Source: an optimization exercise on an open RTL-to-GDS flow (aim: small area, a short achievable clock period and few clock cycles). Production flows keep margins and buffers that such runs may drop.
At most, simulation tests tie the RTL to the original design; equivalence was not proved.

==> flow/design.v (excerpt) <==
module qb_crc #(
    parameter integer K = 2                 
) (
    input  wire         clk,
    input  wire         rst,
    input  wire         in_valid,
    output wire         in_ready,
    input  wire [31:0]  in_crc,
    input  wire [511:0] in_data,
    input  wire [63:0]  in_mask,
    output reg          out_valid,
    output wire [31:0]  out_crc
);
    localparam [31:0] POLY = 32'h82F6_3B78;
    localparam integer N  = 64 / K;         
    localparam integer CW = $clog2(N);
    function [31:0] crc_byte(input [31:0] c_in, input [7:0] b);
        reg [31:0] c;
        integer t;
        begin
            c = c_in ^ {24'd0, b};
            for (t = 0; t < 8; t = t + 1)
                c = (c >> 1) ^ (POLY & {32{c[0]}});
            crc_byte = c;
        end
    endfunction
    reg [CW-1:0]  cnt;
    reg           rdy;
    reg [8*K-1:0] dreg;
    reg [K-1:0]   mreg;
    reg [31:0]    creg;
    reg           v1, first1, last1;
    assign in_ready = rdy;
    wire [8*K-1:0] dsel = in_data[cnt*8*K +: 8*K];
    wire [K-1:0]   msel = in_mask[cnt*K +: K];
    always @(posedge clk) begin
        dreg <= dsel;
  ...
make LEC_CHECK=0 CAP_MARGIN=20 CORE_AREA='10 10 290 290' DIE_AREA='0 0 300 300' SLEW_MARGIN=20 finish   # period 10.0 ns
run.sh (not shown) runs the stock make flow with config.mk's settings and CLKGATE_MAP_FILE= SYNTH_SCRIPT=/design/flow/synth_recipe.tcl, a recipe that flattens the netlist after the stock synthesis.
Change:
SETUP_SLACK_MARGIN = 5   (was default)
The new run produced a clean layout.
Design area is about the same.
Routed wire length stays flat.
Clock skew is about the same.
Global-route usage stays the same.
Final cell count hardly moves.
Worst setup slack got worse by 0.023 ns.
First-iteration DRC count decreases by about 9%.
Die area is unchanged.
No functional check of the RTL was part of any run of this note.

========
The RTL this note starts from:
==> flow/design.v <==
module qb_crc #(
    parameter integer K = 3                 
) (
    input  wire         clk,
    input  wire         rst,
    input  wire         in_valid,
    output wire         in_ready,
    input  wire [31:0]  in_crc,
    input  wire [511:0] in_data,
    input  wire [63:0]  in_mask,
    output reg          out_valid,
    output reg  [31:0]  out_crc
);
    localparam [31:0] POLY = 32'h82F6_3B78;
    localparam integer N  = (64 + K - 1) / K;  
    localparam integer CW = (N > 32) ? 6 : (N > 16) ? 5 : (N > 8) ? 4 : (N > 4) ? 3 : (N > 2) ? 2 : 1;
    function [31:0] crc_byte(input [31:0] c_in, input [7:0] b);
        reg [31:0] c;
        integer t;
        begin
            c = c_in ^ {24'd0, b};
            for (t = 0; t < 8; t = t + 1)
                c = (c >> 1) ^ (POLY & {32{c[0]}});
            crc_byte = c;
        end
    endfunction
    reg [CW-1:0]  cnt;                      
    reg           rdy;                      
    reg [8*K-1:0] dreg;
    reg [K-1:0]   mreg;
    reg           v1, last1;
    assign in_ready = rdy | !in_valid;
    wire [8*K*N-1:0] dpad = in_data;
    wire [K*N-1:0]   mpad = in_mask;
    reg [8*K-1:0] dsel;
    reg [K-1:0]   msel;
    integer q;
    always @(*) begin
        dsel = {8*K{1'b0}};
        msel = {K{1'b0}};
        for (q = 0; q < N; q = q + 1)
            if (cnt == q) begin
                dsel = dsel | dpad[q*8*K +: 8*K];
                msel = msel | mpad[q*K +: K];
            end
    end
    reg [N-1:0]  nz, cand;
    reg [CW-1:0] nxt;
    integer i;
    always @(*) begin
        for (i = 0; i < N; i = i + 1) begin
            nz[i]   = |mpad[i*K +: K];
            cand[i] = nz[i] && (i > cnt);
        end
        nxt = cnt + 1'b1;
        for (i = N - 1; i >= 0; i = i - 1)
            if (cand[i]) nxt = i;
    end
    wire last_next = ((cand & (cand - 1'b1)) == {N{1'b0}});
    always @(posedge clk) begin
        dreg  <= dsel;
        mreg  <= msel & {K{in_valid}};      
        last1 <= rdy;
        if (rst) begin
            cnt <= {CW{1'b0}};
            rdy <= 1'b0;
            v1  <= 1'b0;
        end else begin
            v1 <= in_valid;
            if (in_valid) begin
                cnt <= rdy ? {CW{1'b0}} : nxt;
                rdy <= !rdy && last_next;
            end
        end
    end
    reg [31:0] crc;
    reg [31:0] c;
    integer j;
    always @(*) begin
        c = crc;
        for (j = 0; j < K; j = j + 1)
            if (mreg[j]) c = crc_byte(c, dreg[8*j +: 8]);
    end
    always @(posedge clk) begin
        crc     <= (cnt == {CW{1'b0}}) ? in_crc : c;
        out_crc <= c;
        if (rst) out_valid <= 1'b0;
        else     out_valid <= v1 & last1;
    end
endmodule
==> flow/config.mk <==
export PLATFORM = sky130hd
export DESIGN_NAME = qb_crc
export DESIGN_NICKNAME = qb_crc
export VERILOG_FILES = /design/flow/design.v
export SDC_FILE = /design/flow/constraint.sdc
export NUM_CORES = 4
export LEC_CHECK = 0
export CAP_MARGIN = 20
export CORE_AREA = 5 5 225 225
export DIE_AREA = 0 0 230 230
export SLEW_MARGIN = 20
==> flow/constraint.sdc <==
create_clock -name core_clock -period 10.0 [get_ports {clk}]
set_input_delay 2.0000 -clock core_clock [delete_from_list [all_inputs] [get_ports {clk}]]
set_output_delay 2.0000 -clock core_clock [all_outputs]
set_load 0.01 [all_outputs]
standard.sh (not shown) runs the stock make flow with config.mk's settings and CLKGATE_MAP_FILE= SYNTH_SCRIPT=/design/flow/synth_recipe.tcl, a recipe that flattens the netlist after the stock synthesis.
==> flow/flow/run.sh <==
#!/bin/bash
# Standard layout, with each port buffered by a buf_1 instead of ORFS's default
# port buffer cell. Extra ORFS settings come from flow/extra.env.
set -euo pipefail
export BUFFER_PORTS_ARGS="-buffer_cell sky130_fd_sc_hd__buf_1"
if [[ -f flow/extra.env ]]; then set -a; source flow/extra.env; set +a; fi
bash standard.sh > standard_make.log 2>&1
==> flow/flow/extra.env <==
SETUP_SLACK_MARGIN=5
Testbench counts at the start, summed over its fixed seeds: cycles 46,056.
==> next run, changes <==
--- a/flow/config.mk
+++ b/flow/config.mk
@@ -7,5 +7,5 @@
 export LEC_CHECK = 0
 export CAP_MARGIN = 20
-export CORE_AREA = 5 5 225 225
-export DIE_AREA = 0 0 230 230
+export CORE_AREA = 5 5 175 175
+export DIE_AREA = 0 0 180 180
 export SLEW_MARGIN = 20
After rerunning:
- The changed run ended with an error in 3_2_place_iop on PPL-0024
- area after synthesis does not change
- synthesized cell count is unchanged

afterwards: timing with drivers on the ports:
The flow's constraints put no driver on any port. The routed layouts listed below were extracted and timed again, unchanged, in two steps.
Step 1 (the two cells are an assumption about what drives the block):
set clk [get_ports {clk}]
set_driving_cell -lib_cell sky130_fd_sc_hd__clkbuf_16 $clk
set_driving_cell -lib_cell sky130_fd_sc_hd__buf_2 [delete_from_list [all_inputs] $clk]
Step 2 moves the port delays by t, midway between the first and last clock arrival at a register: inputs arrive t later, outputs are due t later. That takes back most of the time a late clock gives input paths.
Slacks: no drivers / after step 1 / after step 2; pairs: no drivers / after step 1.
run	t (ns)	slack for setup (ns)	worst setup path after step 2
the first run of note 1	0.393	5.279 / 5.279 / 5.279	register to register
the second run of note 1	0.393	5.255 / 5.255 / 5.255	register to register
the first run of note 2	0.399	5.086 / 5.014 / 4.988	input to register
After both steps every run listed still meets setup and hold. For the first run of note 2, which loses most, drivers alone change the setup slack by -0.072 ns; drivers and shift together by -0.098 ns.
